Background: an optimization exercise with open tools, aiming at small area, a short achievable clock period and few clock cycles per item. Do not read the settings as production practice.
The RTL was checked by simulation tests, not by an equivalence proof against the original design.

## flow/design.v

```verilog
module la_combine (
    input  wire        clk,
    input  wire        rst,         
    input  wire        in_valid,
    output wire        in_ready,
    input  wire [31:0] in_data,     
    input  wire        in_last,     
    input  wire [7:0]  in_anchor,   
    input  wire [1:0]  in_rnd,      
    input  wire [31:0] in_draw,     
    output reg         out_valid,
    input  wire        out_ready,
    output reg  [31:0] out_data,    
    output reg  [4:0]  out_flags,   
    output reg         out_range    
);
    localparam S_LO  = 2'd0;    
    localparam S_HI  = 2'd1;    
    localparam S_FIN = 2'd2;    
    localparam S_OUT = 2'd3;    
    reg [1:0]   state;
    reg [127:0] acc;
    reg [63:0]  add_hi;         
    reg         carry;          
    reg         last_r;
    reg         st_nan, st_pinf, st_ninf, st_range, st_inexact;
    reg signed [7:0] anchor_r;
    reg [1:0]   rnd_r;
    reg [31:0]  draw_r;
    assign in_ready = (state == S_LO);
    wire accept = in_valid && in_ready;
    wire        p_sign = in_data[31];
    wire [7:0]  p_exp  = in_data[30:23];
    wire [22:0] p_man  = in_data[22:0];
    wire signed [7:0] p_anchor = in_anchor;
    wire p_is_nan  = (p_exp == 8'hFF) && (p_man != 23'd0);
    wire p_is_inf  = (p_exp == 8'hFF) && (p_man == 23'd0);
    wire [23:0] p_sig = {p_exp != 8'd0, p_man};
    wire [8:0]  p_eff_exp = (p_exp == 8'd0) ? 9'd1 : {1'b0, p_exp};
    wire signed [10:0] p_lead = $signed({3'b000, p_exp}) - 11'sd175;
    wire p_out_of_range = !p_is_nan && !p_is_inf && (p_exp != 8'd0) &&
                          (p_lead >= $signed({{3{p_anchor[7]}}, p_anchor}));
    wire p_finite_ok = !p_is_nan && !p_is_inf && !p_out_of_range;
    wire signed [10:0] p_sh = $signed({2'b00, p_eff_exp}) - 11'sd86 -
                              $signed({{3{p_anchor[7]}}, p_anchor});
    reg [127:0] p_mag;
    reg         p_inexact;
    reg [23:0]  p_q;
    reg [23:0]  p_rem;
    reg [23:0]  p_half;
    integer     p_n;
    always @* begin
        p_mag     = 128'd0;
        p_inexact = 1'b0;
        p_q       = 24'd0;
        p_rem     = 24'd0;
        p_half    = 24'd0;
        p_n       = 0;
        if (p_sh >= 0) begin
            p_mag = {104'd0, p_sig} << p_sh;
        end else begin
            p_n = -p_sh;
            if (p_n >= 25) begin
                p_mag     = 128'd0;
                p_inexact = (p_sig != 24'd0);
            end else begin
                p_q    = p_sig >> p_n;
                p_rem  = p_sig & ((24'd1 << p_n) - 24'd1);
                p_half = 24'd1 << (p_n - 1);
                p_inexact = (p_rem != 24'd0);
                if ((p_rem > p_half) || ((p_rem == p_half) && p_q[0]))
                    p_q = p_q + 24'd1;
                p_mag = {104'd0, p_q};
            end
        end
    end
    wire [127:0] p_fixed = !p_finite_ok ? 128'd0 :
                           (p_sign ? (~p_mag + 128'd1) : p_mag);
    wire [64:0] lo_sum = {1'b0, acc[63:0]} + {1'b0, p_fixed[63:0]};
    wire         f_sign = acc[127];
    wire [127:0] f_mag  = f_sign ? (~acc + 128'd1) : acc;
    reg [7:0] f_lead;              
    integer   i;
    always @* begin
        f_lead = 8'd0;
        for (i = 0; i < 128; i = i + 1)
            if (f_mag[i]) f_lead = i[7:0];
    end
    wire signed [10:0] f_bexp = $signed({3'b000, f_lead}) +
                                $signed({{3{anchor_r[7]}}, anchor_r}) + 11'sd63;
    wire f_normal = (f_bexp >= 11'sd1);
    wire signed [10:0] f_k = f_normal ? ($signed({3'b000, f_lead}) - 11'sd23)
                                      : (-($signed({{3{anchor_r[7]}}, anchor_r}) + 11'sd85));
    reg [127:0] f_kept;
    reg [127:0] f_lost;
    reg [127:0] f_half;
    reg [31:0]  f_d;
    reg [127:0] f_top;
    reg [32:0]  f_sum;
    reg [31:0]  f_r;
    reg         f_up;
    integer     f_n;
    integer     f_m;
    always @* begin
        f_kept = 128'd0;
        f_lost = 128'd0;
        f_half = 128'd0;
        f_d    = 32'd0;
        f_top  = 128'd0;
        f_r    = 32'd0;
        f_sum  = 33'd0;
        f_up   = 1'b0;
        f_n    = 0;
        f_m    = 0;
        if (f_k <= 0) begin
            f_kept = f_mag << (-f_k);
        end else begin
            f_n    = f_k;
            f_kept = f_mag >> f_n;
            f_lost = f_mag & ((128'd1 << f_n) - 128'd1);
            f_half = 128'd1 << (f_n - 1);
            case (rnd_r)
                2'd0: f_up = (f_lost > f_half) || ((f_lost == f_half) && f_kept[0]);
                2'd2: begin
                    f_m = (f_n > 32) ? 32 : f_n;
                    f_top = (f_n > 32) ? (f_lost >> (f_n - 32)) : f_lost;
                    f_d = f_top[31:0];
                    f_r = draw_r >> (32 - f_m);
                    f_sum = {1'b0, f_d} + {1'b0, f_r};
                    f_up = (f_sum >= (33'd1 << f_m));
                end
                default: f_up = 1'b0;
            endcase
        end
    end
    wire [39:0] f_enc = (f_normal ? ({29'd0, f_bexp} - 40'd1) << 23 : 40'd0) +
                        f_kept[39:0] + {39'd0, f_up};
    wire f_zero     = (acc == 128'd0);
    wire f_overflow = !f_zero && (f_enc >= 40'h7F800000);
    wire f_round_inexact = !f_zero && (f_lost != 128'd0);
    wire f_tiny     = !f_zero && (f_enc < 40'h00800000);
    reg [31:0] fin_data;
    reg [4:0]  fin_flags;
    reg        fin_range;
    always @* begin
        fin_data  = 32'd0;
        fin_flags = 5'd0;
        fin_range = 1'b0;
        if (st_nan || (st_pinf && st_ninf)) begin
            fin_data     = 32'h7FC00000;
            fin_flags[4] = 1'b1;
        end else if (st_pinf) begin
            fin_data = 32'h7F800000;
        end else if (st_ninf) begin
            fin_data = 32'hFF800000;
        end else if (st_range) begin
            fin_data     = 32'h7FC00000;
            fin_flags[4] = 1'b1;
            fin_range    = 1'b1;
        end else if (f_zero) begin
            fin_data     = 32'h00000000;
            fin_flags[0] = st_inexact;
        end else if (f_overflow) begin
            fin_data     = (rnd_r == 2'd1) ? {f_sign, 31'h7F7FFFFF} : {f_sign, 31'h7F800000};
            fin_flags[2] = 1'b1;
            fin_flags[0] = 1'b1;
        end else begin
            fin_data     = {f_sign, f_enc[30:0]};
            fin_flags[1] = f_tiny && f_round_inexact;
            fin_flags[0] = st_inexact || f_round_inexact;
        end
    end
    always @(posedge clk) begin
        if (rst) begin
            state      <= S_LO;
            acc        <= 128'd0;
            add_hi     <= 64'd0;
            carry      <= 1'b0;
            last_r     <= 1'b0;
            st_nan     <= 1'b0;
            st_pinf    <= 1'b0;
            st_ninf    <= 1'b0;
            st_range   <= 1'b0;
            st_inexact <= 1'b0;
            anchor_r   <= 8'd0;
            rnd_r      <= 2'd0;
            draw_r     <= 32'd0;
            out_valid  <= 1'b0;
            out_data   <= 32'd0;
            out_flags  <= 5'd0;
            out_range  <= 1'b0;
        end else begin
            case (state)
                S_LO: if (accept) begin
                    acc[63:0] <= lo_sum[63:0];
                    carry     <= lo_sum[64];
                    add_hi    <= p_fixed[127:64];
                    last_r    <= in_last;
                    anchor_r  <= in_anchor;
                    rnd_r     <= in_rnd;
                    draw_r    <= in_draw;
                    st_nan    <= st_nan  | p_is_nan;
                    st_pinf   <= st_pinf | (p_is_inf & ~p_sign);
                    st_ninf   <= st_ninf | (p_is_inf &  p_sign);
                    st_range  <= st_range | p_out_of_range;
                    st_inexact <= st_inexact | (p_finite_ok & p_inexact);
                    state     <= S_HI;
                end
                S_HI: begin
                    acc[127:64] <= acc[127:64] + add_hi + {63'd0, carry};
                    state       <= last_r ? S_FIN : S_LO;
                end
                S_FIN: begin
                    out_valid <= 1'b1;
                    out_data  <= fin_data;
                    out_flags <= fin_flags;
                    out_range <= fin_range;
                    state     <= S_OUT;
                end
                S_OUT: if (out_ready) begin
                    out_valid  <= 1'b0;
                    acc        <= 128'd0;
                    st_nan     <= 1'b0;
                    st_pinf    <= 1'b0;
                    st_ninf    <= 1'b0;
                    st_range   <= 1'b0;
                    st_inexact <= 1'b0;
                    state      <= S_LO;
                end
            endcase
        end
    end
endmodule
```

## flow/run.sh

```bash
#!/bin/bash
# synth_recipe.tcl (not shown) runs the flow's synth.tcl, then flattens the netlist and writes it again
# the make line also repeats each setting of config.mk as NAME=value (left out here)
make -C /OpenROAD-flow-scripts/flow DESIGN_CONFIG=/design/flow/config.mk WORK_HOME=/design/flow/orfs CLKGATE_MAP_FILE= SYNTH_SCRIPT=/design/flow/synth_recipe.tcl finish
```

## flow/config.mk

```make
export PLATFORM = sky130hd
export DESIGN_NAME = la_combine
export DESIGN_NICKNAME = la_combine
export VERILOG_FILES = /design/flow/design.v
export SDC_FILE = /design/flow/constraint.sdc
export NUM_CORES = 4
export LEC_CHECK = 0
export CAP_MARGIN = 20
export CORE_MARGIN = 2
export CORE_UTILIZATION = 20
export PLACE_DENSITY = 0.3
export SLEW_MARGIN = 20
```

## flow/constraint.sdc

```tcl
create_clock -name core_clock -period 24.0 [get_ports {clk}]
set_input_delay 4.8000 -clock core_clock [delete_from_list [all_inputs] [get_ports {clk}]]
set_output_delay 4.8000 -clock core_clock [all_outputs]
set_load 0.01 [all_outputs]
```

==> metrics.md <==
| Metric | Value |
|---|---|
| Pre-Repair DR Iteration Count | `8` |
| Max Cap Viol | `0` |
| Top cells by count, synth | `1356 x nand2_1, 1119 x nor2_1, 793 x o21ai_0` |
| Ys async rst share | `0%` |
| Clk_skew | `0.0665 ns` |
| Fin crit period | `22.55 ns` |
| CTS Root Buffer Type | `clkbuf_16` |
| Global route overflow | `0` |
| Post-synth EDFFs | `0` |
| Status | `no timing/DRC/antenna violations` |
| Final count of pins violating max slew | `0` |
| Starting Density | `20.1%` |
| IO Port Bufs | `117` |
| Storage element area | `5630 um^2` |
| Worst Path Arrival | `23.11 ns` |
| Worst skew pair latency | `0.68 ns` |
| Initial antenna violation count | `27` |
| CP startpoint | `acc[6]` |
| Synth Area in Compound Gates | `32.0%` |
| CTS tree | `built` |
| Post-DP HPWL | `386000 um` |
| Largest net degree at the start of global routing | `119` |
| Footprint of the multi-input gates | `57700 um^2` |
| Post-synth top area cell | `dfxtp_1` |
| Largest family of logic cells by synthesized area | `compound AO/OA/AOI/OAI gates` |
| DRT iter0 DRCs | `7894` |
| R2R depth | `110` |
| Total CTS buffers | `40` |
| Min Hold Slack | `0.450 ns` |
| Final ANT Viol Nets | `0` |
| Routed WL per cell | `30.7 um` |
| Die X | `580 um` |
| XOR/XNOR Fraction of Synth Area | `6.34%` |
| Worst slew pin tran | `1.29 ns` |
| CTS Sinks | `281` |
| Most frequently used cell type in the post-synthesis netlist | `nand2_1` |
| First-pass GRT wire length | `650000 um` |
| Critical-path maximum fanout | `14` |
| Final Hold Fails | `0` |
| CP startpoint kind | `register` |
| Flops & latches, synth | `281` |
| Worst r2r src | `acc[6]` |
| Placed Area | `79600 um^2` |
| Period utilization | `93.9%` |
| Final Setup Violations | `0` |
| Setup crit end | `out_data[9]` |
| I/O pins | `119` |
| Vias in the first global route | `81500` |
| RR Endpoint | `out_data[9]` |
| Slowest-stage cell, CP | `or4_1` |
| Via-per-instance ratio | `5.57` |
| Hold Crit Class | `register to register` |
| Row count | `211` |
| Critical Path RT | `24.56 ns` |
| Max_slew headroom | `13.2%` |
| Unrepaired setup endpoints after global routing | `false` |
| Max Fclk | `0.0444 GHz` |
| Post-synthesis simple-gate area fraction | `30.6%` |
| Die Height | `580 um` |
| Share of cells above drive strength 1 | `15.1%` |
| RD Place Congestion | `1.01` |
| Worst R2R Setup Slack | `1.45 ns` |
| Mapped cell area | `66400 um^2` |
| Syn_area_per_cell | `6.49 um^2` |
| CTS clk-pin slew, worst paths | `0.06 ns` |
| GRT Total Usage | `26.5%` |
| DIE AREA | `337000 um^2` |
| Residual DRC | `0` |
| Fillers | `37400` |
| Ys flop type | `dfxtp_1` |
| Core area | `331000 um^2` |
| Setup crit end kind | `register` |
| Crit Path Class | `register to register` |
| CTS Hold Bufs | `0` |
| Synth Area in Adders | `8.28%` |
| Synthesis-to-finish area growth | `22.4%` |
| Multiplexer area fraction after synthesis | `8.61%` |
| Routed vias | `84600` |
| Synth Warn # | `1` |
| WL final | `467000 um` |
| Finished Cell Area | `81300 um^2` |
| Critical path's most frequent cell | `a21oi_1` |
| Synth top area cells | `dfxtp_1 8.5%, ha_1 8.1%, nand2_1 7.7%` |
| Fin nets | `11300` |
| Cell variety after synth | `111` |
| Bufs on Longest Clock Path | `3` |
| Cell count after synthesis | `10200` |
| Share of the synthesized area in the top cell type | `8.47%` |
| Register area share after synthesis | `8.47%` |
| CTS H-tree depth | `2` |
| Max stage delay on crit path | `0.75 ns` |
[sequential cells by signal, summed over array words and instances (netlist names), 2 cells and up, named ones only]
name	cells
out_flags	4
out_data	32
add_hi	64
draw_r	32
anchor_r	8
rnd_r	2
acc	128
[logic make-up (layout without fill, tap and decap cells)]
family                   Yosys count  count (layout)
other                              2              18
multiplexers                     524             524
XOR/XNOR                         481             481
AND/OR/NAND/NOR                 4293            4293
AO/OA/AOI/OAI                   3239            3239
adder cells (fa/ha/maj)          436             436
flip-flops                       281             281
buffers and inverters            970            1557
[worst min-delay path by stage]
stage | start | endpoint | slack [ns] | cells past startpoint
after floorplan | add_hi[10] | add_hi[10] | 0.43 | 2
after global placement | out_flags[1] | out_flags[1] | 0.44 | 1
after detailed placement | out_data[5] | out_data[5] | 0.45 | 2
after CTS | out_data[5] | out_data[5] | 0.46 | 2
after global routing | out_flags[1] | out_flags[1] | 0.48 | 1
final | out_data[5] | out_data[5] | 0.45 | 2
[area by class of cell]
cell class / instances / area share [%]
Multi-Input combinational cell: 8984 / 71.0
Timing Repair Buffer: 1289 / 12.6
Sequential cell: 281 / 6.93
Tap cell: 4366 / 6.72
Clock buffer: 53 / 1.38
Inverter: 197 / 0.928
Clock inverter: 18 / 0.419
Antenna cell: 7 / 0.0216
[layer usage]
layer	share of wire, %	track usage (%)	wire length, um	vias to the layer above
li1	-	-	-	39300
met1	43	33.3	199000	41400
met2	45	43.2	211000	3142
met3	4.9	2.87	22700	743
met4	7.4	16.7	34800	4
met5	0.0049	0	23	-
[cell usage in the layout, fill, tap and decap left out, types with 170 or more instances in the layout]
cell type / instances
dfxtp_1: 280
nand2_1: 1355
inv_1: 189
nand3_1: 342
buf_4: 1149
nor2_1: 1103
xor2_1: 170
xnor2_1: 290
o211ai_1: 223
a21oi_1: 722
mux2i_1: 393
o21ai_0: 784
nor3_1: 328
ha_1: 428
nand4_1: 189
[stage by stage]
| step | util, % | std cells | setup TNS [ns] | worst slack, ns |
|---|---|---|---|---|
| after floorplan | - | 10200 | 0 | 2.00 |
| after global placement | 24.1 | 15100 | -40.59 | -1.29 |
| after detailed placement | 24.1 | 15100 | 0 | 0.773 |
| after CTS | 24.5 | 15200 | 0 | 0.553 |
| after global routing | 24.6 | 15200 | 0 | 0.0120 |
| final | 24.6 | 15200 | 0 | 1.45 |
[what timing repair did]
item / 4_1_cts / 5_1_grt
resized for setup: 0 / 27
setup buffers: 0 / 5
endpoints found under the setup margin: 0 / 34
[worst max-delay path: cells and delay by family (launching register included)]
family / cells / cell delay [ns]
DFF: 1 / 0.33
AOI/OAI and AO/OA: 48 / 9.71
buffers and inverters: 20 / 3.26
xor gates and xnor gates: 2 / 0.24
adders and majority gates: 8 / 2.06
and+or+nand+nor: 29 / 6.08
muxes: 3 / 0.76
Testbench counts, summed over its fixed seeds: cycles 8,730, partials 3,885.

[port drivers added, routing unchanged]
How much do the figures lean on ideal ports? The routed layout below was timed once more, with nothing changed but the port constraints. Step 1: set_driving_cell puts a clkbuf_16 on clk and a buf_2 on each other input, an assumption about the parent block. Step 2 moves the port delays by t, midway between the first and last clock arrival at a register: inputs arrive t later, outputs are due t later. That takes back most of the time a late clock gives input paths. a / b / c = no drivers / after step 1 / after step 2; a / b = the first two.
t, ns: 0.741
slack for setup (ns): 1.455 / 1.455 / 1.455
worst register clock-pin slew, ns: 0.07 / 0.07
After both steps setup and hold are still met in this run. The setup slack of this run moves by 0.000 ns with the drivers and by 0.000 ns with both steps.
